Background: an optimization exercise with open tools, aiming at small area and a short achievable clock period. Do not read the settings as production practice. RTL that was checked went through simulation tests only; none was proved equivalent to the original.

== run A ==
// gx_word_codec
module gx_word_codec #(
    parameter LANES = 4
) (
    input  wire                 clk,
    input  wire                 rst,           
    input  wire                 in_valid,
    input  wire [LANES-1:0]     in_op,         
    input  wire [31*LANES-1:0]  in_word,
    input  wire [16*LANES-1:0]  in_row,
    output reg                  out_valid,
    output wire [3*LANES-1:0]   out_status,
    output wire [20*LANES-1:0]  out_data,
    output wire [11*LANES-1:0]  out_syn,
    output wire [31*LANES-1:0]  out_word
);
clock: 26.0 ns
lec_check: 0
cap_margin: 20
core_margin: 2
core_utilization: 40
slew_margin: 20
standard.sh (not shown) runs the stock make flow with config.mk's settings and CLKGATE_MAP_FILE= SYNTH_SCRIPT=/design/flow/synth_recipe.tcl, a recipe that flattens the netlist after the stock synthesis.
==> flow/flow/run.sh <==
#!/bin/bash
# Layout: the standard flow (standard.sh) with these changes:
#  - the port buffers are sky130_fd_sc_hd__buf_1 cells (one per port, as
#    standard) rather than the delay buffer buffer_ports picks by default;
#  - timing repair aims for SETUP_MARGIN ns of setup slack, so that it also
#    works on the period the design achieves;
#  - clock tree synthesis takes the arguments in flow/cts_args.
# The clock, the period and the I/O constraints are the standard flow's, unchanged.
set -euo pipefail
cd "$(dirname "$0")/.."
SETUP_MARGIN=$(cat flow/setup_margin)
CTS_ARGS=$(cat flow/cts_args)
bash standard.sh synth > flow_synth.log 2>&1
bash standard.sh "BUFFER_PORTS_ARGS=-buffer_cell sky130_fd_sc_hd__buf_1" \
    "SETUP_SLACK_MARGIN=$SETUP_MARGIN" "CTS_ARGS=$CTS_ARGS" finish > flow_layout.log 2>&1
==> flow/flow/cts_args <==
-sink_clustering_enable -repair_clock_nets -dont_use_dummy_load -sink_clustering_size 32 -sink_clustering_max_diameter 120
==> flow/flow/setup_margin <==
19.45
Here is what was changed in the inputs of run B compared with run A.
==> flow/flow/cts_args <==
-sink_clustering_enable -repair_clock_nets -dont_use_dummy_load -sink_clustering_size 32 -sink_clustering_max_diameter 150
==> flow/flow/setup_margin <==
19.4
==> run notes <==
Relative to run A, the final hold slack of run B is lower by 24 ps. Run B against run A: number of inserted diodes closely matched the old numbers, time the final worst path needs with I/O delays and setup decreased by 3.1 ps relative to the old numbers, number of buffer and inverter instances along the worst setup path closely matched the old numbers.
For run C, these inputs were changed with respect to run B:
==> flow/flow/run.sh <==
#!/bin/bash
# Layout: the standard flow (standard.sh) with two changes:
#  - the port buffers are sky130_fd_sc_hd__buf_1 cells (one per port, as
#    standard) rather than the delay buffer buffer_ports picks by default;
#  - timing repair aims for SETUP_MARGIN ns of setup slack, so that it also
#    works on the period the design achieves. The clock, the period and the
#    I/O constraints are the standard flow's, unchanged.
set -euo pipefail
cd "$(dirname "$0")/.."
SETUP_MARGIN=$(cat flow/setup_margin)
bash standard.sh synth > flow_synth.log 2>&1
bash standard.sh "BUFFER_PORTS_ARGS=-buffer_cell sky130_fd_sc_hd__buf_1" \
    "SETUP_SLACK_MARGIN=$SETUP_MARGIN" finish > flow_layout.log 2>&1
==> flow/flow/setup_margin <==
19.0
removed: flow/flow/cts_args
[summary]
The number of multi-input logic gates was comparable across run B and run C.
As far as via count is concerned, run C and run B perform about the same.
Changes observed in run C relative to run B: net count reported at finish comparable; slack of the critical path now smaller; critical path buffer and inverter count rose 1.
Diff run B -> run C: design area +0.51%, fmax decreased by about 3.6% relative to the old numbers.
Modified inputs, run D compared to run C
- PLACE_DENSITY newly set to 0.7
- CORE_UTILIZATION changed from 40 to 60
==> flow/flow/setup_margin <==
19.2
Results
Taking run C as the reference, in run D total of clock buffers placed in the layout decreased by 6 relative to the old numbers, CTS buffer count has decreased, first-iteration DRC count increased 386, share of the core filled with cells in the final layout moved up, tap cell instance count went down.
Relative to run C, the register-to-register slack of run D is higher by 110 ps.
Number of sinks driven by the clock tree: run C vs run D identical
Of the two values seen for first element of the critical path, g_lane[3].u_lane.s1_word[27] was produced by run D and g_lane[0].u_lane.s1_word[16] by run C.
Run C → run D: smallest setup slack after layout rose by 110 ps.
What run E does differently from run D at the input level:
- CORE_UTILIZATION now 40, was 60
- PLACE_DENSITY no longer set, was 0.7
Per the comparison of run E with run D, layout overhead on the synthesized area rose 2.8 points; number of cells upsized or downsized after cts went down about 9%; global-route usage now smaller.
Delta (run E minus run D): buffering stage count on the worst path with inverters included now sits lower, post-route met1 wirelength moved up.
Every run (run E and run D) finished clean.
[inputs] run F vs run E
==> flow/flow/run.sh <==
#!/bin/bash
# Layout: the standard flow (standard.sh) with these changes:
#  - the port buffers are sky130_fd_sc_hd__buf_1 cells (one per port, as
#    standard) rather than the delay buffer buffer_ports picks by default;
#  - timing repair aims for SETUP_MARGIN ns of setup slack, so that it also
#    works on the period the design achieves;
#  - clock tree synthesis takes the arguments in flow/cts_args.
# The clock, the period and the I/O constraints are the standard flow's, unchanged.
set -euo pipefail
cd "$(dirname "$0")/.."
SETUP_MARGIN=$(cat flow/setup_margin)
CTS_ARGS=$(cat flow/cts_args)
bash standard.sh synth > flow_synth.log 2>&1
bash standard.sh "BUFFER_PORTS_ARGS=-buffer_cell sky130_fd_sc_hd__buf_1" \
    "SETUP_SLACK_MARGIN=$SETUP_MARGIN" "CTS_ARGS=$CTS_ARGS" finish > flow_layout.log 2>&1
==> flow/flow/cts_args (new file) <==
-sink_clustering_enable -repair_clock_nets -dont_use_dummy_load -sink_clustering_size 28 -sink_clustering_max_diameter 120
==> flow/flow/setup_margin <==
19.4
### Flow results
No run among run E and run F stopped early or left any final violation; all are clean.
Number of clock buffers in the layout in run F vs run E: down 36
The maximum clock frequency of run F is higher than that of run E.
Wire length essentially unchanged between run F and run E.
Any difference in multi-input combinational gate total between run F and run E is small enough to ignore.
Run F gives less synthesis-to-finish area growth than run E did.
End of the critical path = g_lane[2].u_lane.out_data[19]: run E; end of the critical path = out_word[115]: run F

## job 3724
gx_word_codec, a different RTL version from the one above (not shown whole).
Size: about 2800 cells after synthesis, about 330 flip-flops, about 460 I/O pins.
Settings: LEC_CHECK=0, CAP_MARGIN=20, CORE_MARGIN=2, CORE_UTILIZATION=55, CTS_BUF_LIST=sky130_fd_sc_hd__clkbuf_4 sky130_fd_sc_hd__clkbuf_8, SLEW_MARGIN=20; clock period 26.0 ns.
==> flow/flow/run.sh <==
#!/bin/bash
# Layout: the standard flow (standard.sh) with two changes:
#  - the port buffers are sky130_fd_sc_hd__buf_1 cells (one per port, as
#    standard) rather than the delay buffer buffer_ports picks by default;
#  - timing repair aims for SETUP_MARGIN ns of setup slack, so that it also
#    works on the period the design achieves. The clock, the period and the
#    I/O constraints are the standard flow's, unchanged.
set -euo pipefail
cd "$(dirname "$0")/.."
SETUP_MARGIN=$(cat flow/setup_margin)
bash standard.sh synth > flow_synth.log 2>&1
bash standard.sh "BUFFER_PORTS_ARGS=-buffer_cell sky130_fd_sc_hd__buf_1" \
    "SETUP_SLACK_MARGIN=$SETUP_MARGIN" finish > flow_layout.log 2>&1
==> flow/flow/setup_margin <==
19.0
Modified inputs, job 674 compared to job 3724
Settings: a deleted CTS_BUF_LIST that had been sky130_fd_sc_hd__clkbuf_4 sky130_fd_sc_hd__clkbuf_8; a change of CORE_UTILIZATION from 55 to 40.
Results
Both conditions hold for job 674: the flow ran to the end and the final layout passed the timing, design-rule and antenna checks. Between job 3724 and job 674, clock-buffer cell count is higher for job 3724, job 674 comes in under that. Job 674 against job 3724: floorplan die area saw an increase. Per the comparison of job 674 with job 3724, non-clock buffer count saw an increase; worst hold-check slack now smaller. Job 674 supports a higher top clock frequency than job 3724.
--- input diff job 674..job 2844 ---
==> flow/flow/setup_margin <==
18.7
Results
Looking at final worst setup slack across job 674 and job 2844, the one that comes out lower is job 2844.
| area of the multi-input gates | lower: job 2844 |
Met2 layer usage reported by global route (lower): job 2844
Global-route usage of job 674 is on par with job 2844.
For job 2844, the standard cell with the maximum stage delay on the critical path was sky130_fd_sc_hd__o41ai_1, unlike job 674, where it was sky130_fd_sc_hd__xnor3_1.
Summary — via count, job 2844 relative to job 674: lower, by 202.
The flow did not stop early for job 2844: all stages ran, and the layout cleared the timing, design-rule and antenna checks.
Job 2844 reports a lower layout-stage area growth over the synthesis result than job 674 does.
Function was not checked in any run of this note: the RTL went through the layout flow alone.

rev 12:
gx_word_codec, a different RTL version from the one above (not shown whole).
For scale: about 330 flip-flops, about 26000 µm² of cells after synthesis.
clock: 26.0 ns
lec_check: 0
cap_margin: 20
core_margin: 2
core_utilization: 40
slew_margin: 20
==> flow/flow/setup_margin <==
19.4
Scripts as last shown in full above: flow/flow/run.sh
Here is what was changed in the inputs of rev 13 compared with rev 12.
==> flow/flow/setup_margin <==
19.0
--- outcome ---
The placed wire-length estimate after detailed placement of rev 13 and that of rev 12 are within noise of each other.
Taking rev 13 as 1.0, rev 12 lands at 1.05 on routed wire length.
Average wire per standard cell ended up about 2.3% lower on rev 13 than on rev 12.
Rev 13 against rev 12: met1 track demand over resource went down by 0.80 points, wire length of the first global-routing pass decreased 3.7%.
Rev 13 vs. rev 12: count of buffers not belonging to the clock network in the layout has decreased; multi-input logic area fell 4.9%.
Rev 13 ended up with g_lane[1].u_lane.s1_word[11] as its launching element of the worst setup path; rev 12 ended up with g_lane[1].u_lane.s1_word[15].

RTL: one of the versions met above, not the one the previous note started from.
Size: ~330 flip-flops, about 25000 um^2 of cells after synthesis.
==> flow/config.mk <==
export PLATFORM = sky130hd
export DESIGN_NAME = gx_word_codec
export DESIGN_NICKNAME = gx_word_codec
export VERILOG_FILES = /design/flow/design.v
export SDC_FILE = /design/flow/constraint.sdc
export NUM_CORES = 4
export LEC_CHECK = 0
export CAP_MARGIN = 20
export CORE_MARGIN = 2
export CORE_UTILIZATION = 40
export PLACE_DENSITY = 0.75
export SLEW_MARGIN = 20
==> flow/constraint.sdc <==
create_clock -name core_clock -period 26.0 [get_ports {clk}]
set_input_delay 5.2000 -clock core_clock [delete_from_list [all_inputs] [get_ports {clk}]]
set_output_delay 5.2000 -clock core_clock [all_outputs]
set_load 0.01 [all_outputs]
==> flow/flow/run.sh <==
#!/bin/bash
# Layout: the standard flow (standard.sh) with these changes:
#  - the port buffers are sky130_fd_sc_hd__buf_1 cells (one per port, as
#    standard) rather than the delay buffer buffer_ports picks by default;
#  - timing repair aims for SETUP_MARGIN ns of setup slack, so that it also
#    works on the period the design achieves;
#  - clock tree synthesis takes the arguments in flow/cts_args.
# The clock, the period and the I/O constraints are the standard flow's, unchanged.
set -euo pipefail
cd "$(dirname "$0")/.."
SETUP_MARGIN=$(cat flow/setup_margin)
CTS_ARGS=$(cat flow/cts_args)
bash standard.sh synth > flow_synth.log 2>&1
bash standard.sh "BUFFER_PORTS_ARGS=-buffer_cell sky130_fd_sc_hd__buf_1" \
    "SETUP_SLACK_MARGIN=$SETUP_MARGIN" "CTS_ARGS=$CTS_ARGS" finish > flow_layout.log 2>&1
==> flow/flow/cts_args <==
-sink_clustering_enable -repair_clock_nets -dont_use_dummy_load -sink_clustering_size 28 -sink_clustering_max_diameter 120
==> flow/flow/setup_margin <==
19.4
Next try:
==> flow/flow/setup_margin (replaced) <==
19.45
- CORE_UTILIZATION: 40 -> 60
- PLACE_DENSITY: 0.75 -> 0.7
What happened: Design area shrinks slightly; clock-buffer cell count does not change; worst setup slack improved by 0.0063 ns; utilization came out higher by 23 points; via count is higher slightly; global-route usage climbs by 12 points.

static timing again, ports no longer ideal:
The results above use ideal ports. As a check the final layouts listed here were re-extracted and re-timed, cells and wires unchanged.
Step 1 sets driving cells, clkbuf_16 on the clock port and buf_2 on the other inputs (assumed; they add their load-dependent delay and slew).
Step 2 also shifts input and output timing later by t, the mid clock arrival at the registers, as if the neighbouring blocks saw the same clock.
Slacks: ideal / step 1 / step 2; pairs: ideal / step 1.
run	t (ns)	slack for setup (ns)	hold slack, ns	worst setup path after step 2	worst register clock-pin slew, ns
run A	0.578	19.545 / 19.485 / 19.466	0.491 / 0.491 / 0.491	input to register	0.12 / 0.12
run B	0.575	19.548 / 19.492 / 19.448	0.467 / 0.467 / 0.467	input to register	0.12 / 0.12
run C	0.603	19.307 / 19.307 / 19.307	0.461 / 0.461 / 0.461	register to register	0.06 / 0.06
run D	0.597	19.422 / 19.422 / 19.248	0.451 / 0.451 / 0.451	input to register	0.07 / 0.07
run E	0.605	19.441 / 19.441 / 19.430	0.461 / 0.461 / 0.461	input to register	0.06 / 0.06
run F	0.574	19.563 / 19.507 / 19.460	0.465 / 0.465 / 0.465	input to register	0.11 / 0.11
job 3724	0.694	19.266 / 19.266 / 19.266	0.464 / 0.464 / 0.464	register to register	0.07 / 0.07
job 674	0.601	19.300 / 19.300 / 19.300	0.437 / 0.437 / 0.437	register to register	0.07 / 0.07
job 2844	0.599	19.050 / 19.050 / 19.050	0.437 / 0.437 / 0.437	register to register	0.07 / 0.07
rev 12	0.625	19.474 / 19.474 / 19.474	0.447 / 0.447 / 0.447	register to register	0.06 / 0.06
rev 13	0.613	19.207 / 19.207 / 19.207	0.441 / 0.441 / 0.441	register to register	0.06 / 0.06
the first run of note 4	0.581	19.546 / 19.546 / 19.546	0.444 / 0.444 / 0.444	register to register	0.11 / 0.11
the second run of note 4	0.578	19.552 / 19.495 / 19.194	0.459 / 0.459 / 0.459	input to register	0.11 / 0.11
After both steps setup and hold are still met in every run listed. For the second run of note 4, which loses most, drivers alone change the setup slack by -0.057 ns; drivers and shift together by -0.358 ns.
